From an optimization exercise on the open Yosys and OpenROAD flow, aimed at small area, a short achievable clock period and few clock cycles per item; shortcuts taken in it are not production practice. The RTL of this run was laid out without a check of its function.

<file path="flow/config.mk">
export PLATFORM = sky130hd
export DESIGN_NAME = zrf_hdr_dec
export DESIGN_NICKNAME = zrf_hdr_dec
export VERILOG_FILES = /design/flow/design.v
export SDC_FILE = /design/flow/constraint.sdc
export NUM_CORES = 4
export LEC_CHECK = 0
export CAP_MARGIN = 20
export CORE_MARGIN = 2
export CORE_UTILIZATION = 40
export SLEW_MARGIN = 20
</file>
<file path="flow/constraint.sdc">
create_clock -name core_clock -period 18.0 [get_ports {clk}]
set_input_delay 3.6000 -clock core_clock [delete_from_list [all_inputs] [get_ports {clk}]]
set_output_delay 3.6000 -clock core_clock [all_outputs]
set_load 0.01 [all_outputs]
</file>
<file path="flow/design.v">
module zrf_hdr_dec (
    input  wire         clk,
    input  wire         rst,           
    input  wire         in_valid,
    output wire         in_ready,
    input  wire [146:0] in_bits,       
    input  wire         exp_side,
    input  wire [3:0]   exp_layer,
    input  wire [2:0]   exp_spot,
    input  wire [23:0]  exp_rb,
    input  wire [5:0]   exp_frame,
    input  wire         chk_frame,     
    output reg          out_valid,
    input  wire         out_ready,
    output reg  [63:0]  out_info,      
    output reg  [1:0]   out_nerr,      
    output reg          out_fail,      
    output reg          out_match      
);
    function automatic [7:0] gf_mul(input [7:0] a, input [7:0] b);
        integer i;
        reg [7:0] p, x;
        begin
            p = 8'd0;
            x = a;
            for (i = 0; i < 8; i = i + 1) begin
                if (b[i]) p = p ^ x;
                x = {x[6:0], 1'b0} ^ (x[7] ? 8'h1d : 8'h00);
            end
            gf_mul = p;
        end
    endfunction
    function automatic [7:0] gf_pow_alpha(input integer e);
        integer i;
        reg [7:0] x;
        begin
            x = 8'd1;
            for (i = 0; i < e; i = i + 1)
                x = {x[6:0], 1'b0} ^ (x[7] ? 8'h1d : 8'h00);
            gf_pow_alpha = x;
        end
    endfunction
    function automatic [7:0] gf_inv(input [7:0] a);
        begin
            case (a)
            8'd0: gf_inv = 8'd0;
            8'd1: gf_inv = 8'd1;
            8'd2: gf_inv = 8'd142;
            8'd3: gf_inv = 8'd244;
            8'd4: gf_inv = 8'd71;
            8'd5: gf_inv = 8'd167;
            8'd6: gf_inv = 8'd122;
            8'd7: gf_inv = 8'd186;
            8'd8: gf_inv = 8'd173;
            8'd9: gf_inv = 8'd157;
            8'd10: gf_inv = 8'd221;
            8'd11: gf_inv = 8'd152;
            8'd12: gf_inv = 8'd61;
            8'd13: gf_inv = 8'd170;
            8'd14: gf_inv = 8'd93;
            8'd15: gf_inv = 8'd150;
            8'd16: gf_inv = 8'd216;
            8'd17: gf_inv = 8'd114;
            8'd18: gf_inv = 8'd192;
            8'd19: gf_inv = 8'd88;
            8'd20: gf_inv = 8'd224;
            8'd21: gf_inv = 8'd62;
            8'd22: gf_inv = 8'd76;
            8'd23: gf_inv = 8'd102;
            8'd24: gf_inv = 8'd144;
            8'd25: gf_inv = 8'd222;
            8'd26: gf_inv = 8'd85;
            8'd27: gf_inv = 8'd128;
            8'd28: gf_inv = 8'd160;
            8'd29: gf_inv = 8'd131;
            8'd30: gf_inv = 8'd75;
            8'd31: gf_inv = 8'd42;
            8'd32: gf_inv = 8'd108;
            8'd33: gf_inv = 8'd237;
            8'd34: gf_inv = 8'd57;
            8'd35: gf_inv = 8'd81;
            8'd36: gf_inv = 8'd96;
            8'd37: gf_inv = 8'd86;
            8'd38: gf_inv = 8'd44;
            8'd39: gf_inv = 8'd138;
            8'd40: gf_inv = 8'd112;
            8'd41: gf_inv = 8'd208;
            8'd42: gf_inv = 8'd31;
            8'd43: gf_inv = 8'd74;
            8'd44: gf_inv = 8'd38;
            8'd45: gf_inv = 8'd139;
            8'd46: gf_inv = 8'd51;
            8'd47: gf_inv = 8'd110;
            8'd48: gf_inv = 8'd72;
            8'd49: gf_inv = 8'd137;
            8'd50: gf_inv = 8'd111;
            8'd51: gf_inv = 8'd46;
            8'd52: gf_inv = 8'd164;
            8'd53: gf_inv = 8'd195;
            8'd54: gf_inv = 8'd64;
            8'd55: gf_inv = 8'd94;
            8'd56: gf_inv = 8'd80;
            8'd57: gf_inv = 8'd34;
            8'd58: gf_inv = 8'd207;
            8'd59: gf_inv = 8'd169;
            8'd60: gf_inv = 8'd171;
            8'd61: gf_inv = 8'd12;
            8'd62: gf_inv = 8'd21;
            8'd63: gf_inv = 8'd225;
            8'd64: gf_inv = 8'd54;
            8'd65: gf_inv = 8'd95;
            8'd66: gf_inv = 8'd248;
            8'd67: gf_inv = 8'd213;
            8'd68: gf_inv = 8'd146;
            8'd69: gf_inv = 8'd78;
            8'd70: gf_inv = 8'd166;
            8'd71: gf_inv = 8'd4;
            8'd72: gf_inv = 8'd48;
            8'd73: gf_inv = 8'd136;
            8'd74: gf_inv = 8'd43;
            8'd75: gf_inv = 8'd30;
            8'd76: gf_inv = 8'd22;
            8'd77: gf_inv = 8'd103;
            8'd78: gf_inv = 8'd69;
            8'd79: gf_inv = 8'd147;
            8'd80: gf_inv = 8'd56;
            8'd81: gf_inv = 8'd35;
            8'd82: gf_inv = 8'd104;
            8'd83: gf_inv = 8'd140;
            8'd84: gf_inv = 8'd129;
            8'd85: gf_inv = 8'd26;
            8'd86: gf_inv = 8'd37;
            8'd87: gf_inv = 8'd97;
            8'd88: gf_inv = 8'd19;
            8'd89: gf_inv = 8'd193;
            8'd90: gf_inv = 8'd203;
            8'd91: gf_inv = 8'd99;
            8'd92: gf_inv = 8'd151;
            8'd93: gf_inv = 8'd14;
            8'd94: gf_inv = 8'd55;
            8'd95: gf_inv = 8'd65;
            8'd96: gf_inv = 8'd36;
            8'd97: gf_inv = 8'd87;
            8'd98: gf_inv = 8'd202;
            8'd99: gf_inv = 8'd91;
            8'd100: gf_inv = 8'd185;
            8'd101: gf_inv = 8'd196;
            8'd102: gf_inv = 8'd23;
            8'd103: gf_inv = 8'd77;
            8'd104: gf_inv = 8'd82;
            8'd105: gf_inv = 8'd141;
            8'd106: gf_inv = 8'd239;
            8'd107: gf_inv = 8'd179;
            8'd108: gf_inv = 8'd32;
            8'd109: gf_inv = 8'd236;
            8'd110: gf_inv = 8'd47;
            8'd111: gf_inv = 8'd50;
            8'd112: gf_inv = 8'd40;
            8'd113: gf_inv = 8'd209;
            8'd114: gf_inv = 8'd17;
            8'd115: gf_inv = 8'd217;
            8'd116: gf_inv = 8'd233;
            8'd117: gf_inv = 8'd251;
            8'd118: gf_inv = 8'd218;
            8'd119: gf_inv = 8'd121;
            8'd120: gf_inv = 8'd219;
            8'd121: gf_inv = 8'd119;
            8'd122: gf_inv = 8'd6;
            8'd123: gf_inv = 8'd187;
            8'd124: gf_inv = 8'd132;
            8'd125: gf_inv = 8'd205;
            8'd126: gf_inv = 8'd254;
            8'd127: gf_inv = 8'd252;
            8'd128: gf_inv = 8'd27;
            8'd129: gf_inv = 8'd84;
            8'd130: gf_inv = 8'd161;
            8'd131: gf_inv = 8'd29;
            8'd132: gf_inv = 8'd124;
            8'd133: gf_inv = 8'd204;
            8'd134: gf_inv = 8'd228;
            8'd135: gf_inv = 8'd176;
            8'd136: gf_inv = 8'd73;
            8'd137: gf_inv = 8'd49;
            8'd138: gf_inv = 8'd39;
            8'd139: gf_inv = 8'd45;
            8'd140: gf_inv = 8'd83;
            8'd141: gf_inv = 8'd105;
            8'd142: gf_inv = 8'd2;
            8'd143: gf_inv = 8'd245;
            8'd144: gf_inv = 8'd24;
            8'd145: gf_inv = 8'd223;
            8'd146: gf_inv = 8'd68;
            8'd147: gf_inv = 8'd79;
            8'd148: gf_inv = 8'd155;
            8'd149: gf_inv = 8'd188;
            8'd150: gf_inv = 8'd15;
            8'd151: gf_inv = 8'd92;
            8'd152: gf_inv = 8'd11;
            8'd153: gf_inv = 8'd220;
            8'd154: gf_inv = 8'd189;
            8'd155: gf_inv = 8'd148;
            8'd156: gf_inv = 8'd172;
            8'd157: gf_inv = 8'd9;
            8'd158: gf_inv = 8'd199;
            8'd159: gf_inv = 8'd162;
            8'd160: gf_inv = 8'd28;
            8'd161: gf_inv = 8'd130;
            8'd162: gf_inv = 8'd159;
            8'd163: gf_inv = 8'd198;
            8'd164: gf_inv = 8'd52;
            8'd165: gf_inv = 8'd194;
            8'd166: gf_inv = 8'd70;
            8'd167: gf_inv = 8'd5;
            8'd168: gf_inv = 8'd206;
            8'd169: gf_inv = 8'd59;
            8'd170: gf_inv = 8'd13;
            8'd171: gf_inv = 8'd60;
            8'd172: gf_inv = 8'd156;
            8'd173: gf_inv = 8'd8;
            8'd174: gf_inv = 8'd190;
            8'd175: gf_inv = 8'd183;
            8'd176: gf_inv = 8'd135;
            8'd177: gf_inv = 8'd229;
            8'd178: gf_inv = 8'd238;
            8'd179: gf_inv = 8'd107;
            8'd180: gf_inv = 8'd235;
            8'd181: gf_inv = 8'd242;
            8'd182: gf_inv = 8'd191;
            8'd183: gf_inv = 8'd175;
            8'd184: gf_inv = 8'd197;
            8'd185: gf_inv = 8'd100;
            8'd186: gf_inv = 8'd7;
            8'd187: gf_inv = 8'd123;
            8'd188: gf_inv = 8'd149;
            8'd189: gf_inv = 8'd154;
            8'd190: gf_inv = 8'd174;
            8'd191: gf_inv = 8'd182;
            8'd192: gf_inv = 8'd18;
            8'd193: gf_inv = 8'd89;
            8'd194: gf_inv = 8'd165;
            8'd195: gf_inv = 8'd53;
            8'd196: gf_inv = 8'd101;
            8'd197: gf_inv = 8'd184;
            8'd198: gf_inv = 8'd163;
            8'd199: gf_inv = 8'd158;
            8'd200: gf_inv = 8'd210;
            8'd201: gf_inv = 8'd247;
            8'd202: gf_inv = 8'd98;
            8'd203: gf_inv = 8'd90;
            8'd204: gf_inv = 8'd133;
            8'd205: gf_inv = 8'd125;
            8'd206: gf_inv = 8'd168;
            8'd207: gf_inv = 8'd58;
            8'd208: gf_inv = 8'd41;
            8'd209: gf_inv = 8'd113;
            8'd210: gf_inv = 8'd200;
            8'd211: gf_inv = 8'd246;
            8'd212: gf_inv = 8'd249;
            8'd213: gf_inv = 8'd67;
            8'd214: gf_inv = 8'd215;
            8'd215: gf_inv = 8'd214;
            8'd216: gf_inv = 8'd16;
            8'd217: gf_inv = 8'd115;
            8'd218: gf_inv = 8'd118;
            8'd219: gf_inv = 8'd120;
            8'd220: gf_inv = 8'd153;
            8'd221: gf_inv = 8'd10;
            8'd222: gf_inv = 8'd25;
            8'd223: gf_inv = 8'd145;
            8'd224: gf_inv = 8'd20;
            8'd225: gf_inv = 8'd63;
            8'd226: gf_inv = 8'd230;
            8'd227: gf_inv = 8'd240;
            8'd228: gf_inv = 8'd134;
            8'd229: gf_inv = 8'd177;
            8'd230: gf_inv = 8'd226;
            8'd231: gf_inv = 8'd241;
            8'd232: gf_inv = 8'd250;
            8'd233: gf_inv = 8'd116;
            8'd234: gf_inv = 8'd243;
            8'd235: gf_inv = 8'd180;
            8'd236: gf_inv = 8'd109;
            8'd237: gf_inv = 8'd33;
            8'd238: gf_inv = 8'd178;
            8'd239: gf_inv = 8'd106;
            8'd240: gf_inv = 8'd227;
            8'd241: gf_inv = 8'd231;
            8'd242: gf_inv = 8'd181;
            8'd243: gf_inv = 8'd234;
            8'd244: gf_inv = 8'd3;
            8'd245: gf_inv = 8'd143;
            8'd246: gf_inv = 8'd211;
            8'd247: gf_inv = 8'd201;
            8'd248: gf_inv = 8'd66;
            8'd249: gf_inv = 8'd212;
            8'd250: gf_inv = 8'd232;
            8'd251: gf_inv = 8'd117;
            8'd252: gf_inv = 8'd127;
            8'd253: gf_inv = 8'd255;
            8'd254: gf_inv = 8'd126;
            8'd255: gf_inv = 8'd253;
                default: gf_inv = 8'd0;
            endcase
        end
    endfunction
    reg adv_q;                  
    reg v1_q, v2_q;             
    reg sk_valid;               
    assign in_ready = adv_q;
    wire accept = in_valid & adv_q;
    wire pop    = out_valid & out_ready;
    wire push   = adv_q & v2_q;
    reg [2:0]  grp [0:48];
    reg [95:0] pairs;
    reg [7:0]  rx_a [0:11];
    reg [7:0]  s_a  [0:3];
    reg        sub_prev, sub_cur;
    integer g, p, k;
    always @* begin
        for (g = 0; g < 49; g = g + 1)
            grp[g] = in_bits[146 - 3*g -: 3];
        for (g = 0; g < 48; g = g + 1) begin
            sub_prev = (g != 0) && (grp[(g == 0) ? 0 : g - 1] == 3'b101 || grp[(g == 0) ? 0 : g - 1] == 3'b100 ||
                                    grp[(g == 0) ? 0 : g - 1] == 3'b001 || grp[(g == 0) ? 0 : g - 1] == 3'b010);
            sub_cur  = (grp[g] == 3'b101 || grp[g] == 3'b100 || grp[g] == 3'b001 || grp[g] == 3'b010);
            if (sub_prev && grp[g] == 3'b000)
                pairs[95 - 2*g -: 2] = {1'b0, grp[g-1] == 3'b100 || grp[g-1] == 3'b010};
            else if (sub_cur && grp[g + 1] == 3'b000)
                pairs[95 - 2*g -: 2] = {grp[g] == 3'b001 || grp[g] == 3'b010, 1'b0};
            else case (grp[g])
                3'b101:  pairs[95 - 2*g -: 2] = 2'b00;
                3'b100:  pairs[95 - 2*g -: 2] = 2'b01;
                3'b001:  pairs[95 - 2*g -: 2] = 2'b10;
                3'b010:  pairs[95 - 2*g -: 2] = 2'b11;
                default: pairs[95 - 2*g -: 2] = 2'b00;
            endcase
        end
        for (p = 0; p < 12; p = p + 1)
            rx_a[p] = pairs[95 - 8*p -: 8];
        for (k = 0; k < 4; k = k + 1) begin
            s_a[k] = 8'd0;
            for (p = 0; p < 12; p = p + 1)
                s_a[k] = s_a[k] ^ gf_mul(rx_a[p], gf_pow_alpha((k * (11 - p)) % 255));
        end
    end
    wire [37:0] d_a = pairs[95:58] ^ {exp_side, exp_layer, exp_spot, exp_rb, exp_frame};
    reg [63:0] rx1_q;
    reg [7:0]  s0_1, s1_1, s2_1, s3_1;
    reg [37:0] d1_q;
    reg        chk1_q;
    reg [7:0] det_b, n1_b, n2_b, inv_b, a_b, b_b, x;
    reg [11:0] r2_b, r1_b;
    reg [3:0] nr2_b;
    reg       zero_b, dnz_b, fail_b, nr1_b;
    reg [7:0] hit_b;
    always @* begin
        det_b = gf_mul(s0_1, s2_1) ^ gf_mul(s1_1, s1_1);
        n1_b  = gf_mul(s0_1, s3_1) ^ gf_mul(s1_1, s2_1);
        n2_b  = gf_mul(s1_1, s3_1) ^ gf_mul(s2_1, s2_1);
        inv_b = gf_inv(n1_b);
        a_b   = gf_mul(s0_1, det_b);
        b_b   = gf_mul(s1_1, det_b);
        zero_b = (s0_1 == 8'd0) && (s1_1 == 8'd0) && (s2_1 == 8'd0) && (s3_1 == 8'd0);
        dnz_b  = (det_b != 8'd0);
        nr2_b = 4'd0;
        for (p = 0; p < 12; p = p + 1) begin
            x = gf_pow_alpha(11 - p);
            r2_b[p] = (gf_mul(det_b, gf_mul(x, x)) ^ gf_mul(n1_b, x) ^ n2_b) == 8'd0;
            r1_b[p] = (gf_mul(s0_1, x) == s1_1);
            nr2_b = nr2_b + {3'd0, r2_b[p]};
        end
        nr1_b = |r1_b;
        if (zero_b)
            fail_b = 1'b0;
        else if (dnz_b)
            fail_b = (nr2_b != 4'd2);
        else
            fail_b = (s0_1 == 8'd0) || (n1_b != 8'd0) || !nr1_b;
        for (p = 0; p < 8; p = p + 1)
            hit_b[p] = !zero_b && !fail_b && (dnz_b ? r2_b[p] : r1_b[p]);
    end
    reg [63:0] rx2_q;
    reg [37:0] d2_q;
    reg        chk2_q;
    reg [7:0]  s0_2, s1_2, a_2, b_2, inv_2, hit_2;
    reg        fail_2, zero_2, dnz_2;
    reg [7:0]  u_c, v_c, y_c;
    reg [63:0] e_c, info_c;
    reg [1:0]  nerr_c;
    reg        match_c;
    always @* begin
        u_c = gf_mul(a_2, inv_2);
        v_c = gf_mul(b_2, inv_2) ^ s0_2;
        for (p = 0; p < 8; p = p + 1) begin
            y_c = gf_mul(u_c, gf_pow_alpha(11 - p)) ^ v_c;
            e_c[63 - 8*p -: 8] = hit_2[p] ? y_c : 8'd0;
        end
        info_c = rx2_q ^ e_c;
        nerr_c = (zero_2 || fail_2) ? 2'd0 : (dnz_2 ? 2'd2 : 2'd1);
        match_c = !fail_2 && (d2_q[37:6] == e_c[63:32])
               && (!chk2_q || d2_q[5:0] == e_c[31:26]);
    end
    reg [63:0] sk_info;
    reg [1:0]  sk_nerr;
    reg        sk_fail, sk_match;
    always @(posedge clk) begin
        if (adv_q) begin
            rx1_q  <= pairs[95:32];
            s0_1   <= s_a[0];
            s1_1   <= s_a[1];
            s2_1   <= s_a[2];
            s3_1   <= s_a[3];
            d1_q   <= d_a;
            chk1_q <= chk_frame;
            rx2_q  <= rx1_q;
            d2_q   <= d1_q;
            chk2_q <= chk1_q;
            s0_2   <= s0_1;
            s1_2   <= s1_1;
            a_2    <= a_b;
            b_2    <= b_b;
            inv_2  <= inv_b;
            hit_2  <= hit_b;
            fail_2 <= fail_b;
            zero_2 <= zero_b;
            dnz_2  <= dnz_b;
        end
        if (push && (!out_valid || pop) && !sk_valid) begin
            out_info  <= info_c;
            out_nerr  <= nerr_c;
            out_fail  <= fail_2;
            out_match <= match_c;
        end else if (pop && sk_valid) begin
            out_info  <= sk_info;
            out_nerr  <= sk_nerr;
            out_fail  <= sk_fail;
            out_match <= sk_match;
        end
        if (push && !((!out_valid || pop) && !sk_valid)) begin
            sk_info  <= info_c;
            sk_nerr  <= nerr_c;
            sk_fail  <= fail_2;
            sk_match <= match_c;
        end
    end
    wire ov_n = push | sk_valid | (out_valid & ~pop);
    wire sk_n = (sk_valid & ~pop) | (push & out_valid & ~pop) | (push & sk_valid);
    always @(posedge clk) begin
        if (rst) begin
            adv_q     <= 1'b1;
            v1_q      <= 1'b0;
            v2_q      <= 1'b0;
            out_valid <= 1'b0;
            sk_valid  <= 1'b0;
        end else begin
            if (adv_q) begin
                v1_q <= accept;
                v2_q <= v1_q;
            end
            out_valid <= ov_n;
            sk_valid  <= sk_n;
            adv_q     <= ~(ov_n & sk_n);
        end
    end
endmodule
</file>
<file path="flow/run.sh">
#!/bin/bash
# synth_recipe.tcl (not shown) runs the flow's synth.tcl, then flattens the netlist and writes it again
# the make line also repeats each setting of config.mk as NAME=value (left out here)
make -C /OpenROAD-flow-scripts/flow DESIGN_CONFIG=/design/flow/config.mk WORK_HOME=/design/flow/orfs CLKGATE_MAP_FILE= SYNTH_SCRIPT=/design/flow/synth_recipe.tcl finish
</file>
==> run notes <==
## cells by family (layout without fill, tap and decap cells)
group	Yosys count	after routing
adder cells (fa/ha/maj)	32	32
flip-flops	422	422
buffers and inverters	360	550
AO/OA/AOI/OAI	505	505
XOR/XNOR	1864	1864
multiplexers	60	60
AND/OR/NAND/NOR	1472	1472
## flip-flops by register name, indices dropped and copies added (netlist names), 2 cells and up
register  cells
d2_q         38
sk_info      64
s2_1          8
s1_1          8
b_2           8
rx2_q        64
s0_1          8
out_info     64
a_2           8
hit_2         8
inv_2         8
s0_2          8
sk_nerr       2
s3_1          8
d1_q         38
out_nerr      2
rx1_q        64
## critical path, stage by stage, from the launching register on
cell and delay [ns]:
edfxtp_1 0.33, buf_4 0.58, ha_1 0.55, xor3_1 0.67
nand2_1 0.14, xnor2_1 0.20, xnor3_1 0.27, xor3_1 0.78
xnor3_1 0.67, xnor2_2 0.49, xor2_1 0.14, nor4_1 0.80
nand3_1 0.22, fa_1 0.58, inv_1 0.05, fa_1 0.47
inv_1 0.06, fa_1 0.52, fa_1 0.54, inv_1 0.04
ha_1 0.22, fa_1 0.38, nand3_1 0.09, o21ai_0 0.08
nand4_1 0.10, o41ai_1 0.12, nand2b_1 0.26, nor2_1 0.10
## layer usage
metal  wire [µm]  vias to the layer above
met3       12620                      235
li1            -                    16002
met2       66620                     1578
met5           0                        -
met4        4191                        0
met1       65630                    16541
## cells in the final DEF, fill, tap and decap left out, types with 10 or more instances in the layout
cell                n
nor2_1            302
o22ai_1            21
xnor2_1          1303
xor2_1            396
ha_1               25
xnor2_2            13
nor3_1             92
nand4_1            19
a211oi_1           22
nand3_1            48
clkdlybuf4s50_1   259
xor2_2             11
inv_1              73
and2_1             16
clkinv_1           10
edfxtp_1          417
xnor3_2            12
nand2b_1           29
xor3_1             17
or3_1              27
a31oi_1            22
nor4_1             25
o21ai_0            98
o221ai_1           16
and3_1             12
xnor3_1            96
a311oi_1           11
nor2b_1            10
a21oi_1           175
buf_4             133
nand2_1           842
clkbuf_1           10
o211ai_1           23
mux2_2             12
mux2i_1            40
a22oi_1            24
clkbuf_16          43
## worst min-delay path by stage
stage | from | endpoint | slack (ns) | cells after the start
floorplan | chk1_q | chk2_q | 0.40 | 0
global placement | rx1_q[56] | rx2_q[56] | 0.40 | 0
detailed placement | d1_q[2] | d2_q[2] | 0.40 | 0
CTS | rx1_q[33] | rx2_q[33] | 0.38 | 0
global route | rx1_q[33] | rx2_q[33] | 0.40 | 0
finish | rx1_q[33] | rx2_q[33] | 0.39 | 0
## cell usage after synthesis (18+ instances only)
cell type	instances
xnor2_1	1304
nand2_1	843
edfxtp_1	417
xor2_1	398
nor2_1	305
a21oi_1	175
clkbuf_1	114
o21ai_0	98
xnor3_1	98
nor3_1	92
inv_1	73
buf_2	71
buf_1	52
nand3_1	49
mux2i_1	40
nand2b_1	29
buf_4	28
or3_1	27
ha_1	25
nor4_1	25
a22oi_1	24
o211ai_1	23
a211oi_1	22
a31oi_1	22
o22ai_1	21
nand4_1	19
xor3_1	18
## layout make-up
type | instances | area (µm²)
inverters | 80 | 300.3
flip-flops and latches | 422 | 12630
repair buffers | 392 | 3591
fillers | 10212 | 58510
multi-input cells | 3933 | 29210
well taps | 1403 | 1755
clock buffers | 53 | 1114
clock inverters | 25 | 241.5
## metrics by stage
stage	instance area (µm²)	hold WS, ns	utilization (%)	cells
floorplan	43420	0.4003	-	4715
global placement	47480	0.4003	44.23	6230
detailed placement	47480	0.4045	44.23	6230
CTS	48840	0.3831	45.49	6308
global route	48840	0.3975	45.49	6308
finish	48840	0.3906	45.49	6308
==> flow_summary.json <==
{
  "cts_buffers": 43,
  "grt_pass1_wl_um": 218200,
  "async_flop_share_pct": 0,
  "drt_first_pass_iters": 6,
  "h-tree-depth": 2,
  "ios": 260,
  "clk_pin_slew_ns": 0.06,
  "min_path_type": "reg -> reg",
  "drv_slew": 0,
  "num_antenna_cells": 0,
  "synthTopCellsByArea": "edfxtp_1 (29%), xnor2_1 (26%), xor2_1 (8.0%), nand2_1 (7.3%), xnor3_1 (5.1%)",
  "die-height_um": 333.5,
  "worstPathMaxFanout": 50,
  "top_usage_layer": "met2",
  "synth_top_cell_area_share_pct": 28.84,
  "cp-startpoint": "s1_1[6]",
  "setup_viol": 0,
  "die_area_um2": 111200,
  "root_buffer": "clkbuf_16",
  "final_hold_viol_count": 0,
  "syn-num-nets": 4937,
  "ctsHoldBuffers": 0,
  "drt_iter0_drc": 4484,
  "synthXorXnorAreaFrac_pct": 42.67,
  "wl_per_cell_um": 23.63,
  "fin_ws_ns": 8.298,
  "worst_r2r_endpoint": "hit_2[0]",
  "cts_resized": 0,
  "critPathLaunchType": "flop",
  "synth_area_leader_cell": "edfxtp_1",
  "min_period_ns": 9.702,
  "synth_compound_area_share_pct": 7.427,
  "synth-simple-area-share_pct": 14.37,
  "skew_ns": 0.03187,
  "grt_antenna_before_repair": 0,
  "fmax_mhz": 103.1,
  "ant_nets": 0,
  "grt_usage_pct": 26.01,
  "arrival_ns": 10.03,
  "critPathCaptureType": "flop",
  "crit_type": "reg -> reg",
  "via_per_inst": 5.446,
  "syn_to_final_growth_pct": 12.49,
  "vias": 34356,
  "synth_top_flop_cell": "edfxtp_1",
  "synth_mux_area_share_pct": 1.648,
  "overflow": 0,
  "regToRegStartpoint": "s1_1[6]",
  "crit_path_end": "hit_2[0]",
  "synth.avg_cell_area_um2": 9.208,
  "worst_pin_slew_ns": 1.269,
  "fin_crit_sh_pct": 53.90,
  "grt_pass1_vias": 32212,
  "cts_buffer_depth": 3,
  "rsz0062_at_grt": "no",
  "start_util_pct": 40.44,
  "rows": 120,
  "drt-total-wl_um": 149100,
  "grt_start_max_net_pins": 81,
  "dieWidth_um": 333.5,
  "num-nets-final": 5094,
  "pre_cts_ws_ns": 8.511,
  "cts.sinks": 422,
  "synth_top_family_by_area": "XOR/XNOR gates",
  "synth-seq-area-share_pct": 29.07,
  "fin_setup_tns_ns": 0,
  "coreArea_um2": 107400,
  "status": "complete, no violations",
  "cts_setup_buffers": 0,
  "critical_path_required_ns": 18.32,
  "netlist_instances": 4715,
  "reg2reg_depth": 27,
  "clk_latency_ns": 0.58,
  "synth_cell_type_count": 89,
  "gp_congestion": 1.007,
  "slew_headroom_pct": 15.08,
  "grtUsageMet1_pct": 37.95,
  "grt_use_met3_pct": 3.227,
  "route.detailed.drc": 0,
  "synth_fa_ha_area_share_pct": 1.043,
  "numPortBuffers": 259,
  "synth_area_um2": 43420,
  "ys.warnings.count": 4,
  "max_cap_viol_count": 0,
  "hpwlAfterDp_um": 109800,
  "cts_tree": "yes",
  "grtUsageMet2_pct": 40.70,
  "ys_ff_latch": 422,
  "layout-drive-gt1-share_pct": 5.994,
  "r2r_slack_ns": 8.30,
  "synth-edff-count": 417
}

separate check: timing with driven ports:
The results above use ideal ports. As a check the final layout listed here was re-extracted and re-timed, cells and wires unchanged.
Step 1 assumes that a clkbuf_16 drives the clock port and a buf_2 every other input.
Step 2 adds t to the input delays and takes it off the output delays; t is the mean of the earliest and latest rising clock arrival at the registers after step 1. Input paths then give back, and output paths get back, about the clock's delay inside the block.
Three values: ideal, step 1, step 2; two values: the first two.
t, ns: 0.627
setup slack, ns: 8.298 / 8.298 / 8.298
latest minus earliest clock arrival (ns): 0.034 / 0.034
cell pins on the clock port's net: 1
After both steps this run still meets setup and hold. The setup slack of this run moves by 0.000 ns with the drivers and by 0.000 ns with both steps.
